Context: an optimization exercise on an open-source flow, tuned for small area and few clock cycles. The choices shown serve that exercise and are no tape-out recipe.
Function was checked by simulation only, so behaviour that the tests miss may differ from the original.
Power figures rest on the tool's default switching activity, not on a simulated workload.

==> flow/design.v, too long to show whole: its modules and the start of the top module <==
// module tdc_fa: 9 lines
// module tdc_ha: 8 lines
// module tdc_pp3: 11 lines
// module tdc_cmp: 8 lines
// module tdc_add: 14 lines
// module tdc_inc: 11 lines
// module tdc_geu: 12 lines
// module tdc_dstep: 12 lines
// module tdc_mul: 1144 lines
// module tdc_calc: 217 lines
module tdc_calc (
    input  wire        clk,
    input  wire        rst,           
    input  wire        cmd_valid,
    output wire        cmd_ready,
    input  wire [1:0]  cmd_op,        
    input  wire [23:0] cmd_s1,        
    input  wire [23:0] cmd_s2,        
    input  wire [31:0] cmd_r,         
    input  wire [20:0] cmd_k_start,   
    input  wire [20:0] cmd_k_stop,    
    output reg         cal_done,
    output reg         cal_pass,
    output wire [31:0] gain,
    output wire [15:0] offset,
    output wire [31:0] m1,
    output wire [31:0] m2,
    output reg         res_done,
    output wire [47:0] value,
    output wire [31:0] vmin,
    output wire [31:0] vmax,
    output wire        order_rev,
    output wire        below_res,
    output wire [15:0] shots,
    output wire [15:0] rev
);
  // ...
==> flow/run.sh <==
#!/bin/bash
# synth_recipe.tcl (not shown) runs the flow's synth.tcl, then flattens the netlist and writes it again
# the make line also repeats each setting of config.mk as NAME=value (left out here)
make -C /OpenROAD-flow-scripts/flow DESIGN_CONFIG=/design/flow/config.mk WORK_HOME=/design/flow/orfs CLKGATE_MAP_FILE= SYNTH_SCRIPT=/design/flow/synth_recipe.tcl finish
==> flow/config.mk <==
export PLATFORM = sky130hd
export DESIGN_NAME = tdc_calc
export DESIGN_NICKNAME = tdc_calc
export VERILOG_FILES = /design/flow/design.v
export SDC_FILE = /design/flow/constraint.sdc
export NUM_CORES = 4
export LEC_CHECK = 0
export CAP_MARGIN = 20
export CELL_PAD_IN_SITES_DETAIL_PLACEMENT = 2
export CELL_PAD_IN_SITES_GLOBAL_PLACEMENT = 2
export CORE_MARGIN = 2
export CORE_UTILIZATION = 30
export CTS_BUF_LIST = sky130_fd_sc_hd__clkbuf_4
export SLEW_MARGIN = 20
export SYNTH_HIERARCHICAL = 1
export SYNTH_MINIMUM_KEEP_SIZE = 0
==> flow/constraint.sdc <==
create_clock -name core_clock -period 30.0 [get_ports {clk}]
set_input_delay 6.0000 -clock core_clock [delete_from_list [all_inputs] [get_ports {clk}]]
set_output_delay 6.0000 -clock core_clock [all_outputs]
set_load 0.01 [all_outputs]
==> reports/qor.csv, run 1 <==
stage;metric;value;unit
run_status;status;finished clean;
pwr;switchingPower;1.62;mW
setup_path;max_stage_delay;0.52;ns
placed_design;dpl_cell_area;44500;µm²
final_layout;reg_top3;acc x57, vq x41;
grt;grt_pass1_wl;275;mm
setup_path;r2r-start;state[0];
synthesis;synth_async_sr_flop_share;0;%
final_layout;finish.utilization;35.8;%
setup_path;crit_slowest_cell;dfxtp_1;
final_layout;clock_area_share;2.74;%
sta;slew_violations;0;
setup_path;critPathLaunchType;flop;
setup_path;critPathKind;flop to flop;
detailed_routing;met3_length;19.3;mm
final_layout;final-seq-area;6030;µm²
final_layout;drive_gt1_share;11.6;%
placed_design;place_congestion;0.926;
synthesis;synth-seq-area-share;15.6;%
pwr;seqPwrFrac;19.2;%
clocking;clkSlewWorstSetupHoldPaths;0.07;ns
final_layout;clkbuf_count;138;
final_layout;final-instance-count-excl-fill;5711;
die;die_h;363;µm
detailed_routing;highest_layer;met5;
final_layout;inverters_excl_clock;321;
die;dieArea;132000;µm²
setup_path;startpoint;state[0];
synthesis;synth_cells;3521;
placed_design;io_buffers;348;
final_layout;mostFrequentLayoutCell;fa_1;
setup_path;arrival;26.81;ns
synthesis;synth_mux_area_share;5.80;%
grt;antenna_found_initial;13;
detailed_routing;wl_met1;74.8;mm
die;num_io_pins;389;
setup_path;reg2reg_to;acc[56];
synthesis;yosys.area.top_type;fa_1;
grt;overflow;0;
sta;fin_crit_sh;86.4;%
pwr;irDropWorstVdd;43.5;µV
pwr;power.density;71.5;nW/µm²
placed_design;post-place-cells;5525;
sta;clock_skew;0.108;ns
setup_path;cpMostUsedCell;fa_1;
Testbench counts, summed over its fixed seeds: cycles 30,203.
==> run 2: changes to the inputs <==
--- a/flow/config.mk
+++ b/flow/config.mk
@@ -12,3 +12,2 @@
 export CORE_UTILIZATION = 30
-export CTS_BUF_LIST = sky130_fd_sc_hd__clkbuf_4
 export SLEW_MARGIN = 20
==> reports/qor.csv, run 2 <==
stage;metric;value;unit;change
final_layout;reg_top3;acc x57, vq x41;;
setup_path;arrival;26.42;ns;-0.39 ns
die;die_h;363;µm;unchanged
detailed_routing;vias_per_cell;6.21;;
detailed_routing;wl;191;mm;
final_layout;mostFrequentLayoutCell;fa_1;;
setup_path;crit_path_end_kind;flop;;
synthesis;synth_top_area_share;37.7;%;
pwr;irDropWorstVdd;41.7;µV;-4.1%
sta;setup_viol;0;;
final_layout;layout_common_cells;fa_1 (726), a222oi_1 (436), clkdlybuf4s50_1 (347);;
clocking;numCtsBuffers;43;;
setup_path;crit_slowest_cell;fa_1;;
sta;clock_skew;0.0374;ns;-0.0705 ns
sta;setup_tns;0;ns;
final_layout;fillers;13600;;
grt;antenna_found_initial;10;;-3
grt;overflow;0;;unchanged
synthesis;ys_top_cells_by_count;fa_1 (727), a222oi_1 (436), inv_1 (319);;
worst_hold_path;hold_start;dlt3[14];;
grt;grt_pass1_wl;275;mm;about the same
synthesis;yosys.area.top_type;fa_1;;
final_layout;multi_input_area;30500;µm²;
synthesis;synth_edf_count;6;;
pwr;power.density;73.1;nW/µm²;+2.2%
worst_hold_path;hold-path-endpoint;dlt3[14];;
synthesis;ys.warnings.count;7;;
clocking;insertion_delay;0.62;ns;
placed_design;place_congestion;0.926;;unchanged
final_layout;drive_gt1_share;9.97;%;-1.6 points
clocking;cts.path.max_buffers;3;;
clocking;cts_resized;0;;
grt;gr-usage-all-layers;28.4;%;
grt;grt_use_met1;36.0;%;
setup_path;critPathKind;flop to flop;;
clocking;hold_buffers;0;;
final_layout;area_delta_synth_final;19.0;%;
setup_path;crit_path_max_fanout;29;;
synthesis;ys_ff_latch;298;;
setup_path;worstPathRequired;30.52;ns;
setup_path;r2r_setup_slack;4.10;ns;
sta;finalHoldViolations;0;;
detailed_routing;drcViolationCount;0;;
detailed_routing;route.vias.total;34800;;
run_status;status;finished clean;;
clocking;htree_levels;2;;
die;start_util;30.2;%;
setup_path;reg2reg_to;acc[56];;
die;num_io_pins;389;;unchanged
die;dieArea;132000;µm²;unchanged
placed_design;place_hpwl;134;mm;
flow_run;drv_cap;0;;
synthesis;synth_cells;3521;;unchanged
final_layout;largest_reg_flops;57;;
synthesis;ys.flop_type;dfxtp_1;;
sta;worst_pin_slew;1.11;ns;
worst_hold_path;hold_depth;2;;
pwr;power_leakage;15.7;nW;
grt;grt_max_degree;73;;
detailed_routing;routedWlPerCell;34.1;µm;
clocking;clkSlewWorstSetupHoldPaths;0.06;ns;about the same
sta;timing.hold.ws;0.457;ns;
sta;min_period;25.90;ns;
placed_design;io_buffers;348;;unchanged
die;core;128000;µm²;
final_layout;regMostFlops;acc;;
grt;use_met3;6.88;%;
detailed_routing;antenna_left;0;;
synthesis;synth_async_sr_flop_share;0;%;unchanged
detailed_routing;drt_first_pass_iters;13;;
synthesis;synth-seq-area-share;15.6;%;unchanged
sta;slew_headroom;23.9;%;
die;std_cell_rows;131;;
detailed_routing;initialDrtViolationCount;5824;;
final_layout;finish.utilization;36.0;%;+0.15 points
grt;grt_pass1_vias;38200;;
synthesis;synth_area;38600;µm²;
clocking;cts_tree;built;;
sta;grt_setup_unrepaired;no;;
synthesis;synth_cell_type_count;62;;
setup_path;r2r.worst_path.cells;65;;
synthesis;synth_most_common_cell;fa_1;;
final_layout;nets;4913;;
clocking;clkSinkCount;298;;
grt;use_met2;45.7;%;
setup_path;critPathLaunchType;flop;;
clocking;cts_setup_buffers;0;;
synthesis;avgSynthCellArea;11.0;µm²;
setup_path;cpMostUsedCell;fa_1;;
sta;slew_violations;0;;unchanged
synthesis;synthTopCellsByArea;fa_1 (38%), dfxtp_1 (15%), a222oi_1 (11%);;
grt;grt_busiest_layer;met2;;
pwr;power;3.36;mW;
setup_path;r2r-start;state[0];;
sta;max_freq;0.0386;GHz;
final_layout;final-seq-area;6030;µm²;unchanged
clocking;cts_root_buf;clkbuf_16;;
worst_hold_path;hp-class;flop to flop;;
sta;fin_crit_sh;86.3;%;-0.089 points
die;die_w;363;µm;
setup_path;max_stage_delay;0.52;ns;about the same
-- run 2: metrics by stage --
stage,cells,setup slack (ns),cell area (µm²)
floorplan,3609,6.46,38900
global placement,5525,4.72,44500
detailed placement,5525,4.46,44500
CTS,5602,4.27,45900
global route,5607,3.35,45900
finish,5610,4.10,45900
-- run 2: metal layers --
metal | part of all wire (%) | wire length (µm)
met1 | 39 | 75300
met5 | 0.052 | 99
met2 | 46 | 87400
met3 | 9.9 | 19000
met4 | 5.0 | 9540
-- run 2: how the worst max path moves through the flow --
stage                     endpoint  depth (start not counted)      from
after floorplan            acc[56]                         67  state[2]
after global placement     acc[56]                         65  state[0]
after detailed placement   acc[56]                         65  state[0]
after CTS                  acc[56]                         65  state[0]
after global routing       acc[56]                         65  state[0]
final                      acc[56]                         65  state[0]
-- run 2: cell families after synthesis --
| kind of cell | share of synthesized area [%] |
|---|---|
| multiplexers | 5.80 |
| AND/OR/NAND/NOR | 7.98 |
| adder cells (fa/ha/maj) | 44.5 |
| AO/OA/AOI/OAI | 17.4 |
| buffers and inverters | 6.62 |
| XOR/XNOR | 2.04 |
| flip-flops | 15.6 |
| other | 0.0875 |
-- run 2: final cells by class --
class	instances	share of cell area, %
flip-flops and latches	298	13.1
clock inverters	21	0.556
multi-input cells	2742	66.4
repair buffers	502	10.1
well taps	1662	4.53
diodes	8	0.0436
clock buffers	56	2.63
inverters	321	2.62
-- run 2: where the power goes --
group | internal [mW] | leakage, nW | switching, mW
logic | 0.922 | 12.5 | 1.27
clock network | 0.319 | 0.717 | 0.219
registers | 0.497 | 2.46 | 0.131
total | 1.74 | 15.7 | 1.62
-- run 2: per-module statistics from Yosys (local to each module, per instance), excerpt --
module	cells	area, µm²	times used
tdc_dstep	35	313	3
tdc_ha	1	12.5	147
tdc_pp3	1	10.0	435
tdc_cmp	2	15.0	64
tdc_calc	1706	14500	1
tdc_fa	1	20.0	727
tdc_mul	271	1440	1
-- run 2: critical path: cells and delay by family (launching register included) --
family,cells,cell delay (ns)
adder cells (fa/ha/maj),57,23.02
flip-flops,1,0.51
buffers and inverters,2,0.61
XOR/XNOR,1,0.26
AND/OR/NAND/NOR,4,1.28
multiplexers,1,0.08

==> re-timing with driven ports <==
The flow's constraints put no driver on any port. The routed layouts listed below were extracted and timed again, unchanged, in two steps.
Step 1 sets driving cells, clkbuf_16 on the clock port and buf_2 on the other inputs (assumed; they add their load-dependent delay and slew).
Step 2, shift: input delay + t, output delay - t, t = (earliest + latest rising clock arrival at the registers) / 2. This alone moves slack from input paths to output paths.
a / b / c = ideal ports / drivers / drivers and shift; a / b = the first two.
| run | shift t [ns] | setup slack, ns | worst setup path after step 2 | slew at the worst register clock pin (ns) |
|---|---|---|---|---|
| run 1 | 0.998 | 4.074 / 4.074 / 4.074 | register to register | 0.08 / 0.08 |
| run 2 | 0.657 | 4.100 / 4.100 / 4.100 | register to register | 0.06 / 0.06 |
After both steps every run listed still meets setup and hold.
